Source: an optimization exercise on an open RTL-to-GDS flow (aim: small area, a short achievable clock period and few clock cycles per item). Production flows keep margins and buffers that such runs may drop. In this exercise RTL edits were held to simulation tests only and were not proved equivalent to the original.

==> trial 38 <==
## aes256_core
module aes256_core (
    input  wire         clk,
    input  wire         rst,         
    input  wire         start,
    input  wire [255:0] key,
    input  wire [127:0] block_in,
    output wire         ready,
    output reg          done,
    output wire [127:0] block_out
);
==> module aes256_core, before the edit <==
module aes256_core (
    input  wire         clk,
    input  wire         rst,         
    input  wire         start,
    input  wire [255:0] key,
    input  wire [127:0] block_in,
    output wire         ready,
    output reg          done,
    output wire [127:0] block_out
);
    genvar i;
    reg         a_v;             
    reg  [3:0]  a_r;             
    reg [127:0] a_x;             
    reg [127:0] a_k0;            
    reg [127:0] a_k1;            
    reg         b_v;
    reg  [3:0]  b_r;
    reg [351:0] b_m;             
    reg [127:0] b_k0;            
    reg [127:0] b_k1;            
    reg  [87:0] b_km;            
    reg         rdy;             
    reg [127:0] out_q;
    assign ready     = rdy;
    assign block_out = out_q;
    wire [127:0] ark = a_x ^ a_k0;
    wire [351:0] a_m;
    wire  [87:0] a_km;
    generate
        for (i = 0; i < 16; i = i + 1) begin : g_sa
            aes_sbox_top u_top (
                .in  (ark[127 - 8*i -: 8]),
                .mid (a_m[351 - 22*i -: 22])
            );
        end
        for (i = 0; i < 4; i = i + 1) begin : g_ka
            aes_sbox_top u_top (
                .in  (a_k1[31 - 8*i -: 8]),
                .mid (a_km[87 - 22*i -: 22])
            );
        end
    endgenerate
    wire [127:0] sub_bytes;
    wire [127:0] shift_rows;
    wire [127:0] mix_columns;
    wire  [31:0] sub_word;
    generate
        for (i = 0; i < 16; i = i + 1) begin : g_sb
            aes_sbox_bot u_bot (
                .mid (b_m[351 - 22*i -: 22]),
                .out (sub_bytes[127 - 8*i -: 8])
            );
        end
        for (i = 0; i < 4; i = i + 1) begin : g_kb
            aes_sbox_bot u_bot (
                .mid (b_km[87 - 22*i -: 22]),
                .out (sub_word[31 - 8*i -: 8])
            );
        end
    endgenerate
    generate
        for (i = 0; i < 16; i = i + 1) begin : g_shift
            localparam integer R = i % 4;
            localparam integer C = i / 4;
            localparam integer SRC = 4 * ((C + R) % 4) + R;
            assign shift_rows[127 - 8*i -: 8] = sub_bytes[127 - 8*SRC -: 8];
        end
    endgenerate
    function [7:0] xtime(input [7:0] b);
        xtime = {b[6:0], 1'b0} ^ (b[7] ? 8'h1b : 8'h00);
    endfunction
    function [31:0] mix_column(input [31:0] col);
        reg [7:0] a0, a1, a2, a3;
        begin
            a0 = col[31:24];
            a1 = col[23:16];
            a2 = col[15:8];
            a3 = col[7:0];
            mix_column[31:24] = xtime(a0 ^ a1) ^ a1 ^ a2 ^ a3;
            mix_column[23:16] = xtime(a1 ^ a2) ^ a2 ^ a3 ^ a0;
            mix_column[15:8]  = xtime(a2 ^ a3) ^ a3 ^ a0 ^ a1;
            mix_column[7:0]   = xtime(a3 ^ a0) ^ a0 ^ a1 ^ a2;
        end
    endfunction
    generate
        for (i = 0; i < 4; i = i + 1) begin : g_mix
            assign mix_columns[127 - 32*i -: 32] = mix_column(shift_rows[127 - 32*i -: 32]);
        end
    endgenerate
    reg [7:0] rcon;
    always @(*) begin
        case (b_r[3:1])
            3'd0:    rcon = 8'h01;
            3'd1:    rcon = 8'h02;
            3'd2:    rcon = 8'h04;
            3'd3:    rcon = 8'h08;
            3'd4:    rcon = 8'h10;
            3'd5:    rcon = 8'h20;
            3'd6:    rcon = 8'h40;
            default: rcon = 8'h80;
        endcase
    end
    wire [31:0] temp = b_r[0] ? sub_word
                              : ({sub_word[23:0], sub_word[31:24]} ^ {rcon, 24'h0});
    wire [31:0] p0 = b_k0[127:96];
    wire [31:0] p1 = p0 ^ b_k0[95:64];
    wire [31:0] p2 = p1 ^ b_k0[63:32];
    wire [31:0] p3 = p2 ^ b_k0[31:0];
    wire [127:0] k_next = {p0 ^ temp, p1 ^ temp, p2 ^ temp, p3 ^ temp};
    wire b_last = (b_r == 4'd13);
    wire take   = !b_v || b_last;    
    always @(posedge clk) begin
        b_m  <= a_m;
        b_km <= a_km;
        b_k0 <= a_k0;
        b_k1 <= a_k1;
        b_r  <= a_r;
        if (take) begin
            a_x  <= block_in;
            a_k0 <= key[255:128];
            a_k1 <= key[127:0];
            a_r  <= 4'd0;
        end else begin
            a_x  <= mix_columns;
            a_k0 <= b_k1;
            a_k1 <= k_next;
            a_r  <= b_r + 4'd1;
        end
        out_q <= shift_rows ^ b_k1;
        if (rst) begin
            a_v  <= 1'b0;
            b_v  <= 1'b0;
            rdy  <= 1'b1;
            done <= 1'b0;
        end else begin
            a_v  <= take ? start : b_v;
            b_v  <= a_v;
            rdy  <= !a_v || (a_r == 4'd13);
            done <= b_v && b_last;
        end
    end
endmodule
export LEC_CHECK = 0
export ABC_AREA = 1
export CAP_MARGIN = 40
export CELL_PAD_IN_SITES_DETAIL_PLACEMENT = 0
export CELL_PAD_IN_SITES_GLOBAL_PLACEMENT = 0
export CORE_MARGIN = 2
export CORE_UTILIZATION = 45
export PLACE_DENSITY = 0.6
export SLEW_MARGIN = 60
create_clock -name core_clock -period 10.0 [get_ports {clk}]
standard.sh (not shown) runs the stock make flow with config.mk's settings and CLKGATE_MAP_FILE= SYNTH_SCRIPT=/design/flow/synth_recipe.tcl, a recipe that flattens the netlist after the stock synthesis.
==> flow/flow/run.sh <==
#!/bin/bash
set -euo pipefail
bash standard.sh synth floorplan > flow_synth_floorplan.log 2>&1
bash standard.sh SETUP_SLACK_MARGIN=6.5 finish > flow_place_route.log 2>&1
==> inputs of trial 45, as changes to trial 38 <==
--- a/flow/design.v
+++ b/flow/design.v
@@ -185,7 +185,7 @@
         b_k0 <= a_k0;
         b_k1 <= a_k1;
         b_r  <= a_r;
-        if (take) begin
+        if (rdy) begin
             a_x  <= block_in;
             a_k0 <= key[255:128];
             a_k1 <= key[127:0];
@@ -203,7 +203,7 @@
             rdy  <= 1'b1;
             done <= 1'b0;
         end else begin
-            a_v  <= take ? start : b_v;
+            a_v  <= rdy ? start : b_v;
             b_v  <= a_v;
             rdy  <= !a_v || (a_r == 4'd13);
             done <= b_v && b_last;
==> flow/run.sh (new file) <==
#!/bin/bash
# synth_recipe.tcl (not shown) runs the flow's synth.tcl, then flattens the netlist and writes it again
# the make line also repeats each setting of config.mk as NAME=value (left out here)
make -C /OpenROAD-flow-scripts/flow DESIGN_CONFIG=/design/flow/config.mk WORK_HOME=/design/flow/orfs CLKGATE_MAP_FILE= SYNTH_SCRIPT=/design/flow/synth_recipe.tcl finish
ABC_AREA = not set   (was 1)
CELL_PAD_IN_SITES_DETAIL_PLACEMENT = 1   (was 0)
CELL_PAD_IN_SITES_GLOBAL_PLACEMENT = 2   (was 0)
SETUP_SLACK_MARGIN = 5   (was not set)
removed: flow/flow/run.sh
removed: flow/standard.sh
==> inputs of build 32, as changes to trial 38 <==
==> flow/flow/run.sh (replaced) <==
#!/bin/bash
set -euo pipefail
bash standard.sh SETUP_SLACK_MARGIN=6.5 finish > flow.log 2>&1
ABC_AREA = not set   (was 1)
CELL_PAD_IN_SITES_DETAIL_PLACEMENT = 1   (was 0)
CELL_PAD_IN_SITES_GLOBAL_PLACEMENT = 2   (was 0)
CORE_UTILIZATION = 55   (was 45)
PLACE_DENSITY = 0.7   (was 0.6)
==> inputs of trial 28, as changes to trial 38 <==
==> flow/flow/run.sh (replaced) <==
#!/bin/bash
set -euo pipefail
bash standard.sh synth floorplan > flow_synth_floorplan.log 2>&1
bash standard.sh SETUP_SLACK_MARGIN=7 "BUFFER_PORTS_ARGS=-buffer_cell sky130_fd_sc_hd__buf_1" finish > flow_place_route.log 2>&1
ABC_AREA = not set   (was 1)
==> qor summary <==
Setup skew after layout: build 32 0.03870 ns; trial 38 0.02946 ns; trial 45 0.01984 ns; trial 28 0.04566 ns
Status: build 32 no timing/DRC/antenna violations; trial 38 no timing/DRC/antenna violations; trial 45 no timing/DRC/antenna violations; trial 28 no timing/DRC/antenna violations
Average instance area after synthesis: build 32 9.601 um^2; trial 38 6.572 um^2; trial 45 10.08 um^2; trial 28 9.601 um^2
Design area: build 32 79870 um^2; trial 38 84080 um^2; trial 45 79090 um^2; trial 28 86230 um^2
Clk slew on worst S/H paths: build 32 0.07 ns; trial 38 0.07 ns; trial 45 0.06 ns; trial 28 0.06 ns
Met3 wire len: build 32 33680 um; trial 38 23240 um; trial 45 10590 um; trial 28 17270 um
Area occupied by multi-input gates: build 32 42180 um^2; trial 38 42790 um^2; trial 45 40860 um^2; trial 28 46210 um^2
Clock buffers: build 32 181; trial 38 183; trial 45 197; trial 28 184
Number of tap instances: build 32 1512; trial 38 2058; trial 45 1890; trial 28 1890
Post-synth design cell area: build 32 63780 um^2; trial 38 70820 um^2; trial 45 64440 um^2; trial 28 63780 um^2
Number of optimization iterations in the first detailed-route pass: build 32 6; trial 38 6; trial 45 5; trial 28 5
Testbench counts of trial 38, summed over its fixed seeds: cycles 44,816, items 3,200.
Testbench counts of trial 45, summed over its fixed seeds: cycles 44,816, items 3,200.
Testbench counts of build 32, summed over its fixed seeds: cycles 44,816, items 3,200.
Testbench counts of trial 28, summed over its fixed seeds: cycles 44,816, items 3,200.

## what the ideal ports hide
No port has a modelled driver above. Below, the same layouts with a new extraction and two added sets of constraints.
Step 1 (the two cells are an assumption about what drives the block):
set clk [get_ports {clk}]
set_driving_cell -lib_cell sky130_fd_sc_hd__clkbuf_16 $clk
set_driving_cell -lib_cell sky130_fd_sc_hd__buf_2 [delete_from_list [all_inputs] $clk]
Step 2, shift: input delay + t, output delay - t, t = (earliest + latest rising clock arrival at the registers) / 2. This alone moves slack from input paths to output paths.
Slacks: ideal ports / drivers / drivers and shift; pairs: ideal ports / drivers.
run | t, ns | slack for setup (ns) | worst register clock-pin slew, ns | cell pins on the clock port's net
trial 38 | 0.877 | 6.559 / 6.472 / 6.588 | 0.07 / 0.07 | 1
trial 45 | 0.867 | 5.858 / 5.858 / 5.858 | 0.06 / 0.06 | 1
build 32 | 0.882 | 6.044 / 6.044 / 6.044 | 0.08 / 0.08 | 1
trial 28 | 0.876 | 6.717 / 6.629 / 6.938 | 0.07 / 0.07 | 1
After both steps setup and hold are still met in every run listed.
